Background: an optimization exercise with open tools, aiming at small area, a short achievable clock period and few clock cycles. Do not read the settings as production practice. Function was checked by simulation only, so behaviour that the tests miss may differ from the original. Power is estimated from default activity; no workload was simulated.

## run K
## click_seq
module click_seq (
    input             clk,
    input             rst,
    input             start,
    input      [9:0]  start_entry,
    input             start_react,
    input      [15:0] start_src,
    input      [2:0]  start_sev,
    input             stop,
    input             retire,
    input      [24:0] step_limit,
    output            imem_en,
    output     [9:0]  imem_addr,
    input      [38:0] imem_rdata,
    output            imem_we,
    output     [38:0] imem_wdata,
    output            obj_req,
    output     [2:0]  obj_op,
    output     [27:0] obj_addr,
    output            obj_hi,
    output     [63:0] obj_wdata,
    input             obj_ack,
    input      [7:0]  obj_status,
    input      [31:0] obj_rdata,
    output            tx_abort,
    input      [31:0] ft_now,
    input      [23:0] evt_set,
    input      [23:0] evt_clr,
    output     [23:0] evt,
    output     [2:0]  state,
    output     [9:0]  pc,
    output     [2:0]  flags,
    output     [3:0]  depth,
    output     [7:0]  fault,
    output     [7:0]  last_status,
    output            fault_raise,
    input      [2:0]  dbg_sel,
    output     [31:0] dbg_rdata
);
Size: ~3800 cells after synthesis, ~470 flip-flops, roughly 470 I/O pins.
==> flow/config.mk <==
export PLATFORM = sky130hd
export DESIGN_NAME = click_seq
export DESIGN_NICKNAME = click_seq
export VERILOG_FILES = /design/flow/design.v
export SDC_FILE = /design/flow/constraint.sdc
export NUM_CORES = 4
export LEC_CHECK = 0
export CAP_MARGIN = 20
export CORE_MARGIN = 2
export CORE_UTILIZATION = 55
export CTS_BUF_LIST = sky130_fd_sc_hd__clkbuf_8
export SETUP_SLACK_MARGIN = 5
export SLEW_MARGIN = 20
==> flow/constraint.sdc <==
create_clock -name core_clock -period 12.0 [get_ports {clk}]
set_input_delay 2.4000 -clock core_clock [delete_from_list [all_inputs] [get_ports {clk}]]
set_output_delay 2.4000 -clock core_clock [all_outputs]
set_load 0.01 [all_outputs]
standard.sh (not shown) runs the stock make flow with config.mk's settings and CLKGATE_MAP_FILE= SYNTH_SCRIPT=/design/flow/synth_recipe.tcl, a recipe that flattens the netlist after the stock synthesis.
==> flow/flow/run.sh <==
#!/bin/bash
# The standard layout (the standard.sh) with two changes to how it is
# made:
# - the port buffers that global placement inserts use the smallest
#   buffer cell instead of the delay buffer buffer_ports picks by itself
#   (every input and output port still gets its own buffer);
# - timing repair aims for 6 ns of setup margin, fixing the worst path
#   only (TNS_END_PERCENT 0), so it keeps shortening the critical path
#   without upsizing every path below the margin.
# The flow's full output goes to standard_flow.log; ORFS keeps each
# step's log under orfs/logs/.
set -euo pipefail
export BUFFER_PORTS_ARGS="-buffer_cell sky130_fd_sc_hd__buf_1"
bash standard.sh SETUP_SLACK_MARGIN=6 TNS_END_PERCENT=0 finish > standard_flow.log 2>&1
Testbench counts of run K, summed over its fixed seeds: cycles 130,196.
What run C does differently from run K at the input level:
==> flow/flow/run.sh <==
#!/bin/bash
# The standard layout (the standard.sh), with the port buffers that
# global placement inserts made from the smallest buffer cell instead of
# the delay buffer buffer_ports picks by itself. Every input and output
# port still gets its own buffer. The flow's full output goes to
# standard_flow.log; ORFS keeps each step's log under orfs/logs/.
set -euo pipefail
export BUFFER_PORTS_ARGS="-buffer_cell sky130_fd_sc_hd__buf_1"
bash standard.sh finish > standard_flow.log 2>&1
## What came out
The final layout from run C, which completed every stage, passed the timing, DRC and antenna checks at the end of the flow. [compare] base=run K new=run C: share of synthesized cell area in and, or, nand and nor gates level, global-route usage has increased, number of buffers created by CTS decreased by 2 relative to the old numbers, combined buffer and inverter count along the critical path rose by 1. Diff run K -> run C: count of placed standard cells including taps barely changed; combinational share of power climbed 2.3 points.

========
Another version of the RTL of click_seq (not shown whole).
Size in the first run: ~3800 cells after synthesis, ~470 flip-flops, roughly 37000 um^2 of cells after synthesis.
==> flow/config.mk <==
export PLATFORM = sky130hd
export DESIGN_NAME = click_seq
export DESIGN_NICKNAME = click_seq
export VERILOG_FILES = /design/flow/design.v
export SDC_FILE = /design/flow/constraint.sdc
export NUM_CORES = 4
export LEC_CHECK = 0
export CAP_MARGIN = 0
export CORE_MARGIN = 2
export CORE_UTILIZATION = 55
export CTS_BUF_LIST = sky130_fd_sc_hd__clkbuf_8
export SETUP_SLACK_MARGIN = 5
export SLEW_MARGIN = 0
==> flow/constraint.sdc <==
create_clock -name core_clock -period 12.0 [get_ports {clk}]
set_input_delay 2.4000 -clock core_clock [delete_from_list [all_inputs] [get_ports {clk}]]
set_output_delay 2.4000 -clock core_clock [all_outputs]
set_load 0.01 [all_outputs]
==> flow/flow/run.sh <==
#!/bin/bash
# The standard layout (the standard.sh), with the port buffers that
# global placement inserts made from the smallest buffer cell instead of
# the delay buffer buffer_ports picks by itself. Every input and output
# port still gets its own buffer. The flow's full output goes to
# standard_flow.log; ORFS keeps each step's log under orfs/logs/.
set -euo pipefail
export BUFFER_PORTS_ARGS="-buffer_cell sky130_fd_sc_hd__buf_1"
bash standard.sh finish > standard_flow.log 2>&1
Testbench counts at the start, summed over its fixed seeds: cycles 139,756.
==> next run, changes <==
- CAP_MARGIN: 0 -> 20
- SLEW_MARGIN: 0 -> 20
After rerunning: Via count came out higher by 0.37%. Clock skew goes down by 0.0073 ns. Register-to-register slack barely changes. Non-clock buffer count came out higher by 25. Clock-buffer cell count came out lower by 4.
==> next run, changes <==
- CORE_UTILIZATION: 55 -> 65
What happened: The changed run ran to the end with no violations. Sequential power is about the same. Critical path depth increases by 10. Setup slack gets worse by 0.033 ns. Hold slack improves by 0.022 ns. Power grows by 2.9%. Routed wire length increases by 2.0%. Clock power came out higher by about 7%. Design area barely changes.
==> next run, changes <==
==> flow/flow/run.sh (replaced) <==
#!/bin/bash
# The standard layout (the standard.sh) with two changes to how it is
# made:
# - the port buffers that global placement inserts use the smallest
#   buffer cell instead of the delay buffer buffer_ports picks by itself
#   (every input and output port still gets its own buffer);
# - timing repair aims for 6 ns of setup margin, fixing the worst path
#   only (TNS_END_PERCENT 0), so it keeps shortening the critical path
#   without upsizing every path below the margin.
# The flow's full output goes to standard_flow.log; ORFS keeps each
# step's log under orfs/logs/.
set -euo pipefail
export BUFFER_PORTS_ARGS="-buffer_cell sky130_fd_sc_hd__buf_1"
bash standard.sh SETUP_SLACK_MARGIN=6 TNS_END_PERCENT=0 finish > standard_flow.log 2>&1
- CORE_UTILIZATION: 65 -> 55
The changed run finished with timing, DRC and antenna clean.
Worst hold slack got worse by 0.014 ns.
Setup slack improved by 0.16 ns.
Cell count goes up by 2.7%.
Power stays flat.
Via count hardly moves.
Clock power goes down by about 4%.

========
build 33:
click_seq, a different RTL version from the one above (not shown whole).
Size: about 470 I/O pins.
clock: 12.0 ns
lec_check: 0
cap_margin: 20
core_margin: 2
core_utilization: 40
setup_slack_margin: 5
slew_margin: 20
run.sh (not shown) runs the stock make flow with config.mk's settings and CLKGATE_MAP_FILE= SYNTH_SCRIPT=/design/flow/synth_recipe.tcl, a recipe that flattens the netlist after the stock synthesis.
Stock flow here: none of the scripts above is used.
Build 33: full flow OK, the timing, DRC and antenna checks passed
Testbench counts of build 33, summed over its fixed seeds: cycles 142,478.
What build 51 does differently from build 33 at the input level:
Settings: CTS_BUF_LIST newly set to sky130_fd_sc_hd__clkbuf_8; CORE_UTILIZATION changed from 40 to 55.
==> flow/flow/run.sh (new file) <==
#!/bin/bash
# The standard layout (the standard.sh), with the port buffers that
# global placement inserts made from the smallest buffer cell instead of
# the delay buffer buffer_ports picks by itself. Every input and output
# port still gets its own buffer.
set -euo pipefail
export BUFFER_PORTS_ARGS="-buffer_cell sky130_fd_sc_hd__buf_1"
bash standard.sh finish > standard_flow.log 2>&1
==> flow/standard.sh (new file) <==
#!/bin/bash
# synth_recipe.tcl (not shown) runs the flow's synth.tcl, then flattens the netlist and writes it again
# the make line also repeats each setting of config.mk as NAME=value (left out here)
make -C /OpenROAD-flow-scripts/flow DESIGN_CONFIG=/design/flow/config.mk WORK_HOME=/design/flow/orfs CLKGATE_MAP_FILE= SYNTH_SCRIPT=/design/flow/synth_recipe.tcl "${@:-finish}"
removed: flow/run.sh
### Flow results
Re post-synthesis instance area: no difference whatsoever between build 51 and build 33.
Build 51 does better than build 33 on internal power of the cells.
Diff build 33 -> build 51 | site row count | down by more than 10%
Looking at final design area excluding fillers across build 33 and build 51, the one that comes out higher is build 33.
The end of the critical path comes out dbg_rdata[31] in one run and obj_wdata[12] in the other, namely in build 33 and build 51 respectively.
Cell depth of the worst flop-to-flop path across build 33 and build 51: no real change.
What build 15 does differently from build 51 at the input level:
Settings: clearing CTS_BUF_LIST, which used to be sky130_fd_sc_hd__clkbuf_8; swapping 55 for 40 in CORE_UTILIZATION; swapping 5 for 2.5 in SETUP_SLACK_MARGIN.
==> flow/run.sh (new file) <==
#!/bin/bash
# synth_recipe.tcl (not shown) runs the flow's synth.tcl, then flattens the netlist and writes it again
# the make line also repeats each setting of config.mk as NAME=value (left out here)
make -C /OpenROAD-flow-scripts/flow DESIGN_CONFIG=/design/flow/config.mk WORK_HOME=/design/flow/orfs CLKGATE_MAP_FILE= SYNTH_SCRIPT=/design/flow/synth_recipe.tcl finish
removed: flow/flow/run.sh
removed: flow/standard.sh
## What came out
Looking at logic gate share of total power across build 15 and build 51, the one that comes out higher is build 51. The die extent in y in build 15 was higher than what build 51 gave. [compare] base=build 51 new=build 15: layout buffer count excluding clock buffers has decreased, wire length after detailed routing has decreased, first-pass GRT wire length has decreased, total power of the final layout has increased. Of the two candidates, build 51 has the better final setup slack of the worst path and build 15 the worse one. Destination of the critical timing path = obj_wdata[12]: build 51; destination of the critical timing path = obj_wdata[31]: build 15. Build 51 has a higher number of buffer and inverter instances along the worst setup path than build 15.

========
Another version of the RTL of click_seq (not shown whole).
For scale: roughly 3800 cells after synthesis, roughly 490 flip-flops, about 0.037 mm^2 of cells after synthesis.
Design click_seq, start of the top module:
module click_seq (
    input             clk,
    input             rst,
    input             start,
    input      [9:0]  start_entry,
    input             start_react,
    input      [15:0] start_src,
    input      [2:0]  start_sev,
    input             stop,
    input             retire,
    input      [24:0] step_limit,
    output            imem_en,
    output     [9:0]  imem_addr,
    input      [38:0] imem_rdata,
    output            imem_we,
    output     [38:0] imem_wdata,
    output            obj_req,
    output     [2:0]  obj_op,
    output     [27:0] obj_addr,
    output            obj_hi,
    output     [63:0] obj_wdata,
    input             obj_ack,
    input      [7:0]  obj_status,
    input      [31:0] obj_rdata,
    output            tx_abort,
    input      [31:0] ft_now,
    input      [23:0] evt_set,
    input      [23:0] evt_clr,
    output     [23:0] evt,
    output     [2:0]  state,
    output     [9:0]  pc,
    output     [2:0]  flags,
    output     [3:0]  depth,
    output     [7:0]  fault,
    output     [7:0]  last_status,
    output            fault_raise,
    input      [2:0]  dbg_sel,
    output     [31:0] dbg_rdata
);
    localparam [2:0] SQ_STOPPED = 3'd0, SQ_RUNNING = 3'd1, SQ_WAITING = 3'd2,
                     SQ_FAULTED = 3'd3, SQ_RETIRED = 3'd4;
    localparam [2:0] S_STOP = 3'd0, S_FAULT = 3'd1, S_RETIRED = 3'd2,
                     S_FETCH = 3'd3, S_RUN = 3'd4, S_ACC = 3'd5,
                     S_WAIT = 3'd6, S_FIX = 3'd7;
    localparam [4:0] OP_HALT = 5'h00, OP_LDI  = 5'h01, OP_ADD  = 5'h02,
                     OP_SUB  = 5'h03, OP_AND  = 5'h04, OP_OR   = 5'h05,
                     OP_CMP  = 5'h06, OP_BR   = 5'h07, OP_LDO  = 5'h08,
  ...
Settings: LEC_CHECK=0, CAP_MARGIN=20, CORE_MARGIN=2, CORE_UTILIZATION=55, CTS_BUF_LIST=sky130_fd_sc_hd__clkbuf_8, SETUP_SLACK_MARGIN=5, SLEW_MARGIN=20; clock period 12.0 ns.
standard.sh (not shown) runs the stock make flow with config.mk's settings and CLKGATE_MAP_FILE= SYNTH_SCRIPT=/design/flow/synth_recipe.tcl, a recipe that flattens the netlist after the stock synthesis.
==> flow/flow/run.sh <==
#!/bin/bash
# The standard layout (the standard.sh), with the port buffers that
# global placement inserts made from the smallest buffer cell instead of
# the delay buffer buffer_ports picks by itself. Every input and output
# port still gets its own buffer. The flow's full output goes to
# standard_flow.log; ORFS keeps each step's log under orfs/logs/.
set -euo pipefail
export BUFFER_PORTS_ARGS="-buffer_cell sky130_fd_sc_hd__buf_1"
bash standard.sh finish > standard_flow.log 2>&1
The baseline ran to the end with no violations.
Testbench counts at the start, summed over its fixed seeds: cycles 139,756.
Next try:
==> flow/flow/run.sh (replaced) <==
#!/bin/bash
# The standard layout (the standard.sh) with two changes to how it is
# made:
# - the port buffers that global placement inserts use the smallest
#   buffer cell instead of the delay buffer buffer_ports picks by itself
#   (every input and output port still gets its own buffer);
# - timing repair aims for 6 ns of setup margin, fixing the worst path
#   only (TNS_END_PERCENT 0), so it keeps shortening the critical path
#   without upsizing every path below the margin.
# The flow's full output goes to standard_flow.log; ORFS keeps each
# step's log under orfs/logs/.
set -euo pipefail
export BUFFER_PORTS_ARGS="-buffer_cell sky130_fd_sc_hd__buf_1"
bash standard.sh SETUP_SLACK_MARGIN=6 TNS_END_PERCENT=0 finish > standard_flow.log 2>&1
Effect:
- final area increases by 1.1%
- total power goes up by 3.8%
- worst hold slack hardly moves
- routed wire length increases by 0.77%
- setup slack improved by 0.11 ns
- combinational power is about the same
- cell count barely changes
- register-to-register slack improves by 0.15 ns
- sequential power barely changes

[separate check: timing with driven ports]
No port has a modelled driver above. Below, the same layouts with a new extraction and two added sets of constraints. Step 1 (the two cells are an assumption about what drives the block):
set clk [get_ports {clk}]
set_driving_cell -lib_cell sky130_fd_sc_hd__clkbuf_16 $clk
set_driving_cell -lib_cell sky130_fd_sc_hd__buf_2 [delete_from_list [all_inputs] $clk]
Step 2 also shifts input and output timing later by t, the mid clock arrival at the registers, as if the neighbouring blocks saw the same clock. a / b / c = ideal ports / drivers / drivers and shift; a / b = the first two.
run	t, ns	setup WS [ns]	hold slack, ns	slew at the worst register clock pin (ns)	worst data-port slew with drivers (ns)
run K	0.760	4.182 / 4.033 / 3.618	0.481 / 0.481 / 0.481	0.07 / 0.07	0.21
run C	0.780	4.202 / 4.025 / 4.025	0.488 / 0.488 / 0.488	0.08 / 0.08	0.24
the first run of note 2	0.789	4.900 / 4.794 / 4.166	0.497 / 0.497 / 0.497	0.07 / 0.07	0.20
the second run of note 2	0.776	4.871 / 4.780 / 4.152	0.508 / 0.508 / 0.508	0.08 / 0.08	0.19
the third run of note 2	0.790	4.838 / 4.808 / 4.049	0.529 / 0.529 / 0.529	0.08 / 0.08	0.12
the fourth run of note 2	0.774	5.000 / 4.960 / 4.222	0.515 / 0.515 / 0.515	0.09 / 0.09	0.09
build 33	0.732	4.960 / 4.843 / 4.240	0.501 / 0.501 / 0.501	0.07 / 0.07	0.20
build 51	0.783	4.909 / 4.793 / 4.180	0.501 / 0.501 / 0.501	0.08 / 0.08	0.15
build 15	0.725	3.069 / 3.012 / 2.528	0.497 / 0.497 / 0.497	0.07 / 0.07	0.13
the first run of note 4	0.794	4.912 / 4.871 / 4.159	0.484 / 0.484 / 0.484	0.07 / 0.07	0.25
the second run of note 4	0.784	5.020 / 4.964 / 4.273	0.482 / 0.482 / 0.482	0.08 / 0.08	0.15
After both steps every run listed still meets setup and hold. For the third run of note 2, which loses most, drivers alone change the setup slack by -0.030 ns; drivers and shift together by -0.789 ns.
